Source: an optimization exercise on an open RTL-to-GDS flow (aim: small area). Production flows keep margins and buffers that such runs may drop.
In this exercise RTL edits were held to simulation tests only and were not proved equivalent to the original.
No activity file was given, so power comes from the tool's default toggle rates.

## yarrow
// acq_decim
module acq_decim (
    input  wire        clk,
    input  wire        rst,
    input  wire        start,
    input  wire [2:0]  order,
    input  wire [10:0] ratio,
    input  wire [31:0] cal_ofs,
    input  wire [31:0] cal_gain,
    input  wire        x_valid,
    input  wire [13:0] x,
    output reg         res_valid,
    output wire [29:0] res_f,
    output wire [31:0] res_v,
    output wire        res_clip,
    output wire        res_sat
);
    localparam [2:0] ST_IDLE = 3'd0,
                     ST_ACC  = 3'd1,
                     ST_MUL  = 3'd2,
                     ST_DIV  = 3'd3,
                     ST_CAL  = 3'd4;
    reg [2:0]  st;
    reg [4:0]  cnt;
    reg        busy;       
    reg [10:0] pd;         
    reg [2:0]  blk;        
    reg        tflag;      
    reg        clip;
    reg [2:0]  a1;
    reg [11:0] a2;
    reg [20:0] a3;
    reg [30:0] a4;
    reg [53:0] S;
    reg [31:0] phi;
    reg [13:0] xr;
    reg        cy;
    reg        eh, el, ep;
    reg        rx;         
    reg  [1:0] ordm;
    wire k1 = (ordm == 2'd0);
    wire k2 = (ordm == 2'd1);
    wire k3 = (ordm == 2'd2);
    wire k4 = (ordm == 2'd3);
    wire [2:0] ordr = {1'b0, ordm} + 3'd1;
    reg [2:0] tap;
    always @(*) begin
        tap = 3'd0;
        if (tflag) begin
            case ({ordr, blk})
                {3'd1, 3'd1}: tap = 3'b111;    
                {3'd2, 3'd1}: tap = 3'b110;    
                {3'd3, 3'd1}: tap = 3'b101;    
                {3'd3, 3'd2}: tap = 3'b011;    
                default:      tap = 3'd0;
            endcase
        end
    end
    wire [2:0] tap4 = (tflag && k4) ?
                      ((blk == 3'd2) ? 3'b110 : (blk == 3'd1 || blk == 3'd3) ? 3'b100 : 3'd0) : 3'd0;
    wire [2:0]  a1_n;
    wire [11:0] a2_n;
    wire [20:0] a3_n;
  ...
Size: ~1400 cells after synthesis, roughly 160 I/O pins.
export LEC_CHECK = 0
export CAP_MARGIN = 20
export CORE_MARGIN = 2
export CORE_UTILIZATION = 65
export SLEW_MARGIN = 20
export SYNTH_HIERARCHICAL = 1
export SYNTH_MINIMUM_KEEP_SIZE = 0
create_clock -name core_clock -period 12.0 [get_ports {clk}]
standard.sh (not shown) runs the stock make flow with config.mk's settings and CLKGATE_MAP_FILE= SYNTH_SCRIPT=/design/flow/synth_recipe.tcl, a recipe that flattens the netlist after the stock synthesis.
==> flow/flow/run.sh <==
#!/bin/bash
set -uo pipefail
bash standard.sh \
  "BUFFER_PORTS_ARGS=-buffer_cell sky130_fd_sc_hd__buf_1" \
  "CTS_ARGS=-sink_clustering_enable -repair_clock_nets -dont_use_dummy_load -buf_list sky130_fd_sc_hd__clkbuf_8" \
  finish > flow_make.log 2>&1
rc=$?
tail -40 flow_make.log
exit $rc
The inputs of sierra differ from those of yarrow as listed below.
Settings: SLEW_MARGIN: 20 -> 5; CAP_MARGIN: 20 -> 5.
==> flow/flow/run.sh <==
#!/bin/bash
set -uo pipefail
bash standard.sh \
  "BUFFER_PORTS_ARGS=-buffer_cell sky130_fd_sc_hd__buf_1" \
  "CTS_ARGS=-sink_clustering_enable -repair_clock_nets -dont_use_dummy_load" \
  finish > flow_make.log 2>&1
rc=$?
tail -40 flow_make.log
exit $rc
### Flow results
Worst slew margin relative to its limit: sierra vs yarrow down 22 points. Sequential power share: sierra vs yarrow down 0.9 points. On routed wire length, yarrow tracks sierra almost exactly. On clock-cell share of area, the higher figure sits with sierra, not yarrow. Setup slack in sierra is larger than in yarrow.
--- input diff sierra..delta ---
==> flow/flow/run.sh <==
#!/bin/bash
set -uo pipefail
bash standard.sh \
  "BUFFER_PORTS_ARGS=-buffer_cell sky130_fd_sc_hd__buf_1" \
  "CTS_ARGS=-sink_clustering_enable -repair_clock_nets -dont_use_dummy_load -buf_list sky130_fd_sc_hd__clkbuf_8" \
  finish > flow_make.log 2>&1
rc=$?
tail -40 flow_make.log
exit $rc
Results
As far as row count goes, sierra and delta are indistinguishable; the numbers are identical.
Total power, delta and sierra: lower on delta
Summary of delta over sierra: minimum period implied by the final worst setup slack higher; layout overhead on the synthesized area lower; upper clock frequency limit roughly the same.

## what the ideal ports hide
The flow's constraints put no driver on any port. The routed layouts listed below were extracted and timed again, unchanged, in two steps. Step 1 sets driving cells, clkbuf_16 on the clock port and buf_2 on the other inputs (assumed; they add their load-dependent delay and slew). Step 2 times the ports against the registers' clock, not the clock port: input delays grow and output delays shrink by t, the midpoint of the rising clock arrivals with the driver on. a / b / c = ideal ports / drivers / drivers and shift; a / b = the first two.
run	t (ns)	slack for setup (ns)	worst setup path at the end	clock arrival spread, ns
yarrow	0.515	1.055 / 1.055 / 1.055	register to register	0.048 / 0.048
sierra	0.490	1.074 / 1.074 / 1.074	register to register	0.032 / 0.032
delta	0.514	1.063 / 1.063 / 1.063	register to register	0.047 / 0.047
After both steps setup and hold are still met in every run listed.
